Background: an optimization exercise with open tools, aiming at small area, a short achievable clock period and few clock cycles. Do not read the settings as production practice.
No functional check of the RTL was part of this run.
Power is estimated from default activity; no workload was simulated.

==> design.v <==
module xa320_decode (
    input  wire [3:0]  fmt,       
    input  wire [31:0] data,      
    output wire        is_nan,
    output wire        is_inf,
    output wire        neg,       
    output wire        negz,      
    output wire [63:0] win,
    output wire [3:0]  blk,
    output wire        fill_hi,
    output wire        fill_lo,
    output wire        cin
);
    wire f32 = (fmt == 4'd1);
    wire b16 = (fmt == 4'd2);
    wire h16 = (fmt == 4'd3);
    wire e43 = (fmt == 4'd4);
    wire e52 = (fmt == 4'd5);
    wire i32 = (fmt == 4'd8);
    wire is_int = fmt[3];
    reg  [7:0]  e;
    reg  [22:0] m;        
    reg         s;
    reg  [8:0]  k;        
    reg         e_max;    
    reg         m_nz;
    reg  [23:0] hb;       
    always @* begin
        e = 8'd0; m = 23'd0; s = 1'b0; k = 9'd0; e_max = 1'b0; m_nz = 1'b0; hb = 24'd0;
        if (f32) begin
            e = data[30:23]; m = data[22:0]; s = data[31]; k = 9'h1ff; hb = 24'h800000;
            e_max = &data[30:23]; m_nz = |data[22:0];
        end else if (b16) begin
            e = data[14:7]; m = {16'd0, data[6:0]}; s = data[15]; k = 9'd15; hb = 24'h80;
            e_max = &data[14:7]; m_nz = |data[6:0];
        end else if (h16) begin
            e = {3'd0, data[14:10]}; m = {13'd0, data[9:0]}; s = data[15]; k = 9'd124; hb = 24'h400;
            e_max = &data[14:10]; m_nz = |data[9:0];
        end else if (e43) begin
            e = {4'd0, data[6:3]}; m = {20'd0, data[2:0]}; s = data[7]; k = 9'd139; hb = 24'h8;
            e_max = &data[6:0]; m_nz = 1'b1;       
        end else begin  
            e = {3'd0, data[6:2]}; m = {21'd0, data[1:0]}; s = data[7]; k = 9'd132; hb = 24'h4;
            e_max = &data[6:2]; m_nz = |data[1:0];
        end
    end
    wire        e_zero = (e == 8'd0);
    wire [8:0]  sh     = {1'b0, e[7:1], e[0] | e_zero} + k;
    wire [23:0] sig    = {1'b0, m} | (hb & {24{~e_zero}});
    wire [63:0] fmag   = {40'd0, sig} << sh[4:0];
    assign is_nan = ~is_int & e_max & m_nz;
    assign is_inf = ~is_int & e_max & ~m_nz;
    assign neg    = ~is_int & s;
    assign negz   = neg & e_zero & ~(|m);
    wire [31:0] ival = i32 ? data : {{24{data[7]}}, data[7:0]};
    wire [63:0] iwin = {{11{ival[31]}}, ival, 21'd0};
    assign win     = is_int ? iwin : (fmag ^ {64{s}});
    assign blk     = is_int ? 4'd4 : sh[8:5];
    assign fill_hi = is_int ? ival[31] : s;
    assign fill_lo = ~is_int & s;
    assign cin     = ~is_int & s;
endmodule
module xa320_round (
    input  wire         clk,
    input  wire         rst,
    input  wire         start,        
    input  wire [319:0] value,        
    input  wire [32:0]  count,
    input  wire         f_nan,
    input  wire         f_pos_inf,
    input  wire         f_neg_inf,
    input  wire         f_all_neg_zero,
    input  wire         f_limit,
    input  wire [3:0]   fmt,          
    input  wire [1:0]   mode,         
    input  wire [15:0]  rbits,        
    output reg          res_valid,
    output reg  [31:0]  res_data,
    output reg  [7:0]   res_flags,    
    output reg  [32:0]  res_count
);
    localparam RNE = 2'd0, RTZ = 2'd1, RTO = 2'd2, SR = 2'd3;
    wire         sign = value[319];
    wire [367:0] xp   = {value, 48'd0} ^ {368{sign}};
    reg  [19:0]  xnz;         
    reg  [19:0]  rnz;         
    integer k;
    always @* begin
        for (k = 0; k < 20; k = k + 1) begin
            rnz[k] = |value[16*k +: 16];
            xnz[k] = sign ? ~(&value[16*k +: 16]) : rnz[k];
        end
    end
    reg  [19:0]  sel;
    reg  [19:0]  above;       
    always @* begin
        above[19] = 1'b0;
        for (k = 18; k >= 0; k = k - 1)
            above[k] = above[k+1] | xnz[k+1];
        for (k = 19; k >= 1; k = k - 1)
            sel[k] = xnz[k] & ~above[k];
        sel[0] = ~above[0];
    end
    reg  [19:0]  bnz;
    always @* begin
        bnz[0] = 1'b0; bnz[1] = 1'b0; bnz[2] = 1'b0; bnz[3] = 1'b0;
        for (k = 4; k < 20; k = k + 1)
            bnz[k] = bnz[k-1] | rnz[k-4];
    end
    reg  [63:0]  w_n;
    reg  [4:0]   l_n;
    reg          bel_n;
    always @* begin
        w_n = 64'd0; l_n = 5'd0; bel_n = 1'b0;
        for (k = 0; k < 20; k = k + 1)
            if (sel[k]) begin
                w_n   = w_n | xp[16*k +: 64];
                l_n   = l_n | k[4:0];
                bel_n = bel_n | bnz[k];
            end
    end
    wire zero_n = ~sign & ~(|xnz);
    reg          s1_v;
    reg  [63:0]  s1_w;
    reg  [4:0]   s1_l;
    reg          s1_bel, s1_sign, s1_zero;
    reg  [32:0]  s1_count;
    reg          s1_nan, s1_pinf, s1_ninf, s1_anz, s1_limit;
    reg  [1:0]   s1_fmt;
    reg  [1:0]   s1_mode;
    reg  [15:0]  s1_rbits;
    always @(posedge clk) begin
        s1_v <= start & ~rst;
        if (start) begin
            s1_w     <= w_n;
            s1_l     <= l_n;
            s1_bel   <= bel_n;
            s1_sign  <= sign;
            s1_zero  <= zero_n;
            s1_count <= count;
            s1_nan   <= f_nan;
            s1_pinf  <= f_pos_inf;
            s1_ninf  <= f_neg_inf;
            s1_anz   <= f_all_neg_zero;
            s1_limit <= f_limit;
            s1_fmt   <= fmt[1:0];
            s1_mode  <= mode;
            s1_rbits <= rbits;
        end
    end
    reg  [4:0]  mbits;
    reg  [8:0]  emin_u, emax_u;
    reg  [30:0] nan_mag, inf_mag, max_mag;
    always @* begin
        case (s1_fmt)
            2'd2: begin    
                mbits = 5'd7;  emin_u = 9'd23;  emax_u = 9'd276;
                nan_mag = 31'h7fc0; inf_mag = 31'h7f80; max_mag = 31'h7f7f;
            end
            2'd3: begin    
                mbits = 5'd10; emin_u = 9'd135; emax_u = 9'd164;
                nan_mag = 31'h7e00; inf_mag = 31'h7c00; max_mag = 31'h7bff;
            end
            default: begin  
                mbits = 5'd23; emin_u = 9'd23;  emax_u = 9'd276;
                nan_mag = 31'h7fc00000; inf_mag = 31'h7f800000; max_mag = 31'h7f7fffff;
            end
        endcase
    end
    wire        inc = s1_sign & ~s1_bel;
    wire [64:0] m   = {1'b0, s1_w} + {64'd0, inc};
    reg  [4:0]  p;
    integer j;
    always @* begin
        p = 5'd0;
        for (j = 0; j < 17; j = j + 1)
            if (m[48 + j]) p = j[4:0];
    end
    wire [8:0]  msb    = {s1_l, 4'd0} + {4'd0, p};
    wire        is_sub = (msb < emin_u);
    wire [8:0]  e_u    = is_sub ? emin_u : msb;
    wire [8:0]  t      = e_u - {4'd0, mbits} + 9'd32 - {s1_l, 4'd0};
    wire [64:0]  ext_w   = m >> t;
    wire [24:0]  n       = ext_w[40:16];
    wire [15:0]  f16     = ext_w[15:0];
    wire [65:0]  lowmask = (66'd1 << t) - 66'd1;       
    wire [64:0]  m_lo    = m & lowmask[64:0];
    wire [64:0]  fmask   = {48'd0, f16, 1'b0};
    wire         rem_nz  = (|m_lo) | (|f16) | s1_bel;
    wire         below_g = (|m_lo) | (|f16[14:0]) | s1_bel;
    wire         guard   = f16[15];
    wire [16:0]  sr_sum  = {1'b0, f16} + {1'b0, s1_rbits};
    reg up;
    always @* begin
        case (s1_mode)
            RNE:     up = guard & (below_g | n[0]);
            SR:      up = sr_sum[16];
            default: up = 1'b0;
        endcase
    end
    wire [24:0] n_rto   = (s1_mode == RTO) ? (n | {24'd0, rem_nz}) : n;
    wire [24:0] mmask   = (25'd1 << mbits) - 25'd1;
    wire [8:0]  efield  = is_sub ? 9'd0 : (msb - emin_u + 9'd1);
    wire [30:0] enc     = ({22'd0, efield} << mbits) + {6'd0, n_rto & mmask} + {30'd0, up};
    wire        n_ones  = (n == {mmask[23:0], 1'b1});
    wire        big     = (msb > emax_u);
    wire        at_top  = (msb == emax_u) && n_ones;
    wire        exceeds = big | (at_top & rem_nz);
    wire        ovf     = big ? (s1_mode == RNE || s1_mode == SR) : (at_top & up);
    wire        special_nan = s1_nan | (s1_pinf & s1_ninf);
    wire        special_inf = s1_pinf | s1_ninf;
    reg [31:0] result;
    reg nan_in, nan_gen, inf_in, sat, overflow, underflow, empty;
    always @* begin
        nan_in = 1'b0; nan_gen = 1'b0; inf_in = 1'b0;
        sat = 1'b0; overflow = 1'b0; underflow = 1'b0; empty = 1'b0;
        if (special_nan) begin
            result  = {1'b0, nan_mag};
            nan_in  = s1_nan;
            nan_gen = ~s1_nan;
        end else if (special_inf) begin
            result = {s1_ninf, inf_mag};
            inf_in = 1'b1;
        end else if (s1_zero) begin
            result = {s1_anz && (s1_count != 33'd0), 31'd0};
            empty  = (s1_count == 33'd0);
        end else if (big) begin
            result   = {s1_sign, ovf ? inf_mag : max_mag};
            overflow = ovf;
            sat      = ~ovf;
        end else begin
            result    = {s1_sign, enc};
            overflow  = ovf;
            sat       = exceeds & ~ovf;
            underflow = (enc == 31'd0);
        end
        if (s1_fmt == 2'd2 || s1_fmt == 2'd3)
            result = {16'd0, result[31], result[14:0]};
    end
    always @(posedge clk) begin
        res_valid <= s1_v & ~rst;
        if (s1_v) begin
            res_data  <= result;
            res_flags <= {s1_limit, empty, underflow, overflow, sat, inf_in, nan_gen, nan_in};
            res_count <= s1_count;
        end
    end
endmodule
module xa320_slot (
    input  wire         clk,
    input  wire         rst,             
    input  wire         cmd_valid,
    output wire         cmd_ready,
    input  wire [2:0]   cmd_op,          
    input  wire [3:0]   cmd_fmt,         
    input  wire [31:0]  cmd_data,        
    input  wire [1:0]   cmd_mode,        
    input  wire [15:0]  cmd_rbits,       
    input  wire [319:0] cmd_cvalue,      
    input  wire [23:0]  cmd_ccount,      
    input  wire [3:0]   cmd_cflags,      
    output wire         res_valid,
    output wire [31:0]  res_data,
    output wire [7:0]   res_flags,
    output wire [32:0]  res_count
);
    assign cmd_ready = 1'b1;
    reg          i_v, i_rst;
    reg  [2:0]   i_op;
    reg  [3:0]   i_fmt;
    reg  [31:0]  i_data;
    reg  [1:0]   i_mode;
    reg  [15:0]  i_rbits;
    reg  [319:0] i_cval;
    reg  [23:0]  i_ccnt;
    reg  [3:0]   i_cfl;
    always @(posedge clk) begin
        i_v     <= cmd_valid & ~rst;
        i_rst   <= rst;
        i_op    <= cmd_op;
        i_fmt   <= cmd_fmt;
        i_data  <= cmd_data;
        i_mode  <= cmd_mode;
        i_rbits <= cmd_rbits;
        i_cval  <= cmd_cvalue;
        i_ccnt  <= cmd_ccount;
        i_cfl   <= cmd_cflags;
    end
    reg [319:0] value;
    reg [32:0]  count;
    reg         f_nan, f_pos_inf, f_neg_inf, f_all_neg_zero, f_limit;
    wire op_add   = i_v & (i_op == 3'd0);
    wire op_carry = i_v & (i_op == 3'd1);
    wire op_round = i_v & (i_op == 3'd3 || i_op == 3'd4);
    wire op_clr   = i_rst | (i_v & (i_op == 3'd2 || i_op == 3'd4));
    wire        d_nan, d_inf, d_neg, d_negz, d_fhi, d_flo, d_cin;
    wire [63:0] d_win;
    wire [3:0]  d_blk;
    xa320_decode u_dec (
        .fmt(i_fmt), .data(i_data),
        .is_nan(d_nan), .is_inf(d_inf), .neg(d_neg), .negz(d_negz),
        .win(d_win), .blk(d_blk), .fill_hi(d_fhi), .fill_lo(d_flo), .cin(d_cin)
    );
    wire [33:0] c_total = {1'b0, count} + (op_add ? 34'd1 : {10'd0, i_ccnt});
    wire        c_over  = c_total[33] | (c_total[32] & (|c_total[31:0]));
    wire        at_lim  = count[32];
    wire add_ok   = op_add & ~at_lim;
    wire add_fin  = add_ok & ~d_nan & ~d_inf;
    wire carry_ok = op_carry & ~c_over;
    reg [319:0] addend;
    integer k;
    always @* begin
        for (k = 0; k < 10; k = k + 1) begin
            if (carry_ok)
                addend[32*k +: 32] = i_cval[32*k +: 32];
            else if (!add_fin)
                addend[32*k +: 32] = 32'd0;
            else if (d_blk == k)
                addend[32*k +: 32] = d_win[31:0];
            else if (d_blk + 4'd1 == k)
                addend[32*k +: 32] = d_win[63:32];
            else if (d_blk > k)
                addend[32*k +: 32] = {32{d_flo}};
            else
                addend[32*k +: 32] = {32{d_fhi}};
        end
    end
    wire [319:0] v_in  = value & {320{~op_clr}};
    wire [319:0] v_sum = v_in + addend + {319'd0, add_fin & d_cin};
    always @(posedge clk) begin
        value <= v_sum;
        if (op_clr) begin
            count          <= 33'd0;
            f_nan          <= 1'b0;
            f_pos_inf      <= 1'b0;
            f_neg_inf      <= 1'b0;
            f_all_neg_zero <= 1'b1;
            f_limit        <= 1'b0;
        end else if (op_add) begin
            if (at_lim) begin
                f_limit <= 1'b1;
            end else begin
                count <= c_total[32:0];
                if (d_nan)
                    f_nan <= 1'b1;
                else if (d_inf && !d_neg)
                    f_pos_inf <= 1'b1;
                else if (d_inf)
                    f_neg_inf <= 1'b1;
                else if (!d_negz)
                    f_all_neg_zero <= 1'b0;
            end
        end else if (op_carry) begin
            if (c_over) begin
                f_limit <= 1'b1;
            end else begin
                count          <= c_total[32:0];
                f_nan          <= f_nan | i_cfl[3];
                f_pos_inf      <= f_pos_inf | i_cfl[2];
                f_neg_inf      <= f_neg_inf | i_cfl[1];
                f_all_neg_zero <= f_all_neg_zero & i_cfl[0];
            end
        end
    end
    xa320_round u_rnd (
        .clk(clk), .rst(rst), .start(op_round),
        .value(value), .count(count),
        .f_nan(f_nan), .f_pos_inf(f_pos_inf), .f_neg_inf(f_neg_inf),
        .f_all_neg_zero(f_all_neg_zero), .f_limit(f_limit),
        .fmt(i_fmt), .mode(i_mode), .rbits(i_rbits),
        .res_valid(res_valid), .res_data(res_data), .res_flags(res_flags), .res_count(res_count)
    );
endmodule
==> run.sh <==
#!/bin/bash
# synth_recipe.tcl (not shown) runs the flow's synth.tcl, then flattens the netlist and writes it again
# the make line also repeats each setting of config.mk as NAME=value (left out here)
make -C /OpenROAD-flow-scripts/flow DESIGN_CONFIG=/design/flow/config.mk WORK_HOME=/design/flow/orfs CLKGATE_MAP_FILE= SYNTH_SCRIPT=/design/flow/synth_recipe.tcl finish
==> config.mk <==
export PLATFORM = sky130hd
export DESIGN_NAME = xa320_slot
export DESIGN_NICKNAME = xa320_slot
export VERILOG_FILES = /design/flow/design.v
export SDC_FILE = /design/flow/constraint.sdc
export NUM_CORES = 4
export LEC_CHECK = 0
export CAP_MARGIN = 20
export CORE_MARGIN = 2
export CORE_UTILIZATION = 20
export PLACE_DENSITY = 0.25
export SLEW_MARGIN = 20
==> constraint.sdc <==
create_clock -name core_clock -period 24.0 [get_ports {clk}]
set_input_delay 4.8000 -clock core_clock [delete_from_list [all_inputs] [get_ports {clk}]]
set_output_delay 4.8000 -clock core_clock [all_outputs]
set_load 0.01 [all_outputs]
==> key figures <==
Outcome
  – Run status: finished clean

Synthesis
  – Commonest register cell after synthesis: sky130_fd_sc_hd__dfxtp_1
  – Number of enable flip-flop cells after synthesis: 203
  – Post-synthesis sequential element count: 970
  – Count of distinct cell types in the synthesized netlist: 101
  – YS warnings: 3
  – Synthesized area: 0.0905 mm2
  – Async set-reset flop share out of synthesis: 0%
  – Yosys top cell area share: 17.0%
  – Synth area leaders: sky130_fd_sc_hd__dfxtp_1 (17%), sky130_fd_sc_hd__a21oi_1 (7.1%), sky130_fd_sc_hd__edfxtp_1 (6.7%)
  – Synth Area per Inst: 7.40 um2
  – Cells after synthesis: 12232
  – Sequential share of the synthesized area: 23.7%
  – Area leader, netlist: sky130_fd_sc_hd__dfxtp_1

Timing
  – Slew @ Worst Pin: 1.32 ns
  – Hold Vio Cnt, Final: 0
  – Fmax achieved: 0.0569 GHz
  – RSZ-0062 raised after global routing: no
  – Worst Hold Slack: 0.403 ns
  – Post-route clock period utilization: 73.3%
  – Total of endpoints with negative setup slack in the final report: 0
  – Max-Slew Margin vs Limit: 12.2%
  – Final number of max-transition violations: 0
  – Total negative slack: 0 ns
  – Post-layout minimum cycle time: 17.58 ns
  – Worst clock skew on the final layout: 0.0824 ns

CTS
  – Clock latency reported for the late side of the worst-skew pair: 0.91 ns
  – Clock root buffer: sky130_fd_sc_hd__clkbuf_16
  – H-Tree Level Count: 4
  – Quantity of hold-fixing buffers added after cts: 0
  – TritonCTS clock tree: built
  – Sinks on the clock net: 970
  – CTS-repair resized insts: 0
  – Clock edge transition at the registers on the reported setup and hold paths: 0.06 ns
  – Number of buffers added by the clock tree synthesis step: 149
  – Clock tree buffer depth: 4
  – Buffers inserted during post-CTS setup optimization: 0

Finish
  – Total Nets Final: 12916
  – Final instance count without filler cells: 18182
  – Fraction of layout instances using a drive strength above 1: 7.64%
  – Design Area, Final: 0.107 mm2
  – Area growth from synthesis to layout: 18.0%

Floorplan
  – Core Region: 0.452 mm2
  – Number of I/O pins: 483
  – Number of rows in the core area: 247
  – Width of the chip: 677 um
  – Vertical die dimension: 677 um
  – Area enclosed by the die boundary: 0.458 mm2
  – Initial Util: 20.0%

Global route
  – Via count of the first global-routing pass: 98309
  – Total Routing Usage GR: 28.3%
  – Wire length of the first global-routing pass: 905 mm
  – Largest net degree at the start of global routing: 135
  – Overflow left after global routing: 0
  – Antenna violations before repair: 95

Worst setup path
  – FF-to-FF Start: u_rnd.s1_bel
  – Max incr delay on CP: 0.72 ns
  – Length in cells of the worst reg-to-reg path: 66
  – Arr. time, crit path: 18.35 ns
  – Setup crit start: u_rnd.s1_bel
  – Critical path capture point type: flip-flop
  – Kind of critical path: reg -> reg
  – CP Depth: 66
  – Worst-path cell with the longest stage delay: sky130_fd_sc_hd__and2_2
  – Critical path's top delay family: simple AND/OR/NAND/NOR gates
  – Startpoint class of the critical path: flip-flop
  – Maximum net fanout on the critical path: 25
  – Crit-path most repeated cell: sky130_fd_sc_hd__ha_1
  – Required time of the worst setup path: 24.77 ns
  – Number of buffers and inverters on the critical path: 2

Job
  – Number of max-cap violations: 0

Place
  – DP Area: 0.102 mm2
  – Placed insts: 17877
  – Port Buffers: 481
  – Post-detailed-placement half-perimeter wirelength: 539 mm
  – Gpl congestion: 0.912

Routing
  – Total length of routed met3 wires: 31.9 mm
  – Count of vias placed by the detailed router: 101863
  – DRT Wirelength: 678 mm
  – Mean number of vias per cell: 5.60
  – DRT Pass-1 Iters: 9
  – Number of nets still failing antenna checks after routing: 0
  – Metal-1 WL: 288 mm
  – Amount of wire on met2 after detailed routing: 318 mm
  – Number of DRC markers in iteration 0: 10506
  – Highest metal layer used by the detailed router: met5
  – Routed wire length per instance: 37.3 um
  – DRC violations left: 0

Min path
  – Kind of path behind the tightest hold check: reg -> reg
  – Hold Path Cell Cnt: 0
  – Startpoint of the lowest-slack hold path: i_rbits[6]

Power and ir drop
  – Peak supply drop: 0.0448 mV
  – Leakage power figure: 39.0 nW
  – Power density over the cells: 58.7 mW/mm2
-- placed cells by master, fill, tap and decap left out, types with 153 or more instances in the layout --
master and n:
sky130_fd_sc_hd__clkbuf_16 153, sky130_fd_sc_hd__a22o_1 180, sky130_fd_sc_hd__nor4_1 174, sky130_fd_sc_hd__a221oi_1 229, sky130_fd_sc_hd__clkdlybuf4s50_1 481, sky130_fd_sc_hd__dfxtp_1 763
sky130_fd_sc_hd__buf_4 370, sky130_fd_sc_hd__nand4_1 352, sky130_fd_sc_hd__a21o_1 213, sky130_fd_sc_hd__o221ai_1 235, sky130_fd_sc_hd__mux2i_1 205, sky130_fd_sc_hd__xnor2_1 389
sky130_fd_sc_hd__xor2_1 190, sky130_fd_sc_hd__o21ai_0 1051, sky130_fd_sc_hd__nor3_1 186, sky130_fd_sc_hd__a21oi_1 1271, sky130_fd_sc_hd__and2_1 384, sky130_fd_sc_hd__nor2_1 925
sky130_fd_sc_hd__inv_1 226, sky130_fd_sc_hd__edfxtp_1 203, sky130_fd_sc_hd__ha_1 445, sky130_fd_sc_hd__nand3_1 171, sky130_fd_sc_hd__nand2_1 1237
-- registers in the layout (all words and copies together) (netlist names), 24 cells and up --
register and flops:
count 33, i_ccnt 24, i_cval 320, i_data 32, u_rnd.res_count 33, u_rnd.res_data 32, u_rnd.s1_count 33, u_rnd.s1_w 64
value 320
-- metal layers --
layer  vias to the layer above  track usage, %
met1                     51268            35.6
met4                        12            14.7
met2                      4123            47.4
li1                      45683               -
met3                       777            3.07
met5                         -               0
-- layout make-up --
cell class,instances,area (um2)
antenna,41,103
clock buffer,198,4190
clock inverter,66,878
fill,49662,345000
inverter,233,875
multi-input combinational,9842,64200
sequential,970,21500
tap,5976,7480
timing repair buffer,856,7650
-- cell usage after synthesis (38+ instances only) --
library cell and instances:
sky130_fd_sc_hd__or3_1 59, sky130_fd_sc_hd__ha_1 448, sky130_fd_sc_hd__o221a_2 38, sky130_fd_sc_hd__nor2_1 939
sky130_fd_sc_hd__dfxtp_1 767, sky130_fd_sc_hd__a221o_1 149, sky130_fd_sc_hd__a31oi_1 94, sky130_fd_sc_hd__a21o_1 213
sky130_fd_sc_hd__nand2_1 1248, sky130_fd_sc_hd__o21ai_0 1080, sky130_fd_sc_hd__nand3_1 173, sky130_fd_sc_hd__o31ai_1 58
sky130_fd_sc_hd__nor3_1 190, sky130_fd_sc_hd__edfxtp_1 203, sky130_fd_sc_hd__nor4_1 178, sky130_fd_sc_hd__a22oi_1 78
sky130_fd_sc_hd__a221oi_1 229, sky130_fd_sc_hd__a22o_1 180, sky130_fd_sc_hd__o21a_1 80, sky130_fd_sc_hd__buf_1 153
sky130_fd_sc_hd__a32o_1 93, sky130_fd_sc_hd__and2_1 393, sky130_fd_sc_hd__nor2b_1 59, sky130_fd_sc_hd__mux4_2 39
sky130_fd_sc_hd__o221ai_1 235, sky130_fd_sc_hd__o22ai_1 87, sky130_fd_sc_hd__o2111ai_1 41, sky130_fd_sc_hd__mux2_2 53
sky130_fd_sc_hd__o21bai_1 136, sky130_fd_sc_hd__clkbuf_1 1025, sky130_fd_sc_hd__xor2_1 194, sky130_fd_sc_hd__nand2b_1 57
sky130_fd_sc_hd__o22a_1 43, sky130_fd_sc_hd__and3_1 51, sky130_fd_sc_hd__nand4_1 352, sky130_fd_sc_hd__mux2i_1 205
sky130_fd_sc_hd__a211oi_1 105, sky130_fd_sc_hd__a21oi_1 1280, sky130_fd_sc_hd__o211ai_1 89, sky130_fd_sc_hd__xnor2_1 393
sky130_fd_sc_hd__inv_1 227
-- worst register-to-register path, delay by kind of cell (launching register included) --
kind	cells	cell delay, ns
AOI/OAI and AO/OA	23	4.97
adders and majority gates	9	2.69
DFF	1	0.40
and+or+nand+nor	29	8.52
buffers and inverters	2	0.23
xor gates and xnor gates	3	0.71
-- through the flow --
stage	total power [W]	utilization [%]	setup slack, ns
floorplan	0.00281	-	9.74
global placement	0.00393	22.5	6.59
detailed placement	0.00391	22.5	6.52
CTS	0.00633	23.6	6.47
global route	0.00649	23.6	5.36
finish	0.00627	23.7	6.42
-- path summary, 6_finish.rpt --
kind | endpoint | slack [ns]
setup / recovery | u_rnd.res_flags[5] | 6.42
hold / removal | u_rnd.s1_rbits[6] | 0.40
setup reg to reg | u_rnd.res_flags[5] | 6.42
hold reg to reg | u_rnd.s1_rbits[6] | 0.40
-- cell families (layout without fill, tap and decap cells) --
| family | Yosys count | after routing | share of synthesized area (%) |
|---|---|---|---|
| adders and majority gates | 456 | 456 | 6.37 |
| xor gates and xnor gates | 587 | 587 | 5.68 |
| AOI/OAI and AO/OA | 4626 | 4626 | 33.9 |
| and+or+nand+nor | 3862 | 3862 | 20.5 |
| DFF | 970 | 970 | 23.7 |
| other | 2 | 55 | 0.00830 |
| muxes | 297 | 297 | 3.90 |
| buffers and inverters | 1432 | 1353 | 6.00 |
-- report_power, final --
| part | total (W) | switching, W | internal [W] |
|---|---|---|---|
| Combinational | 0.00200 | 0.00144 | 0.000561 |
| Clock | 0.00236 | 0.000950 | 0.00141 |
| Sequential | 0.00191 | 0.000167 | 0.00174 |

[afterwards: timing with drivers on the ports]
How much do the figures lean on ideal ports? The routed layout below was timed once more, with nothing changed but the port constraints.
Step 1 (the two cells are an assumption about what drives the block):
set clk [get_ports {clk}]
set_driving_cell -lib_cell sky130_fd_sc_hd__clkbuf_16 $clk
set_driving_cell -lib_cell sky130_fd_sc_hd__buf_2 [delete_from_list [all_inputs] $clk]
Step 2 moves the port delays by t, midway between the first and last clock arrival at a register: inputs arrive t later, outputs are due t later. That takes back most of the time a late clock gives input paths.
Three values: no drivers, after step 1, after step 2; two values: the first two.
shift t [ns]: 0.991
setup WS [ns]: 6.418 / 6.418 / 6.418
hold WS [ns]: 0.403 / 0.403 / 0.403
worst setup path at the end: register to register
latest minus earliest clock arrival (ns): 0.082 / 0.083
After both steps setup and hold are still met in this run. The setup slack of this run moves by 0.000 ns with the drivers and by 0.000 ns with both steps.
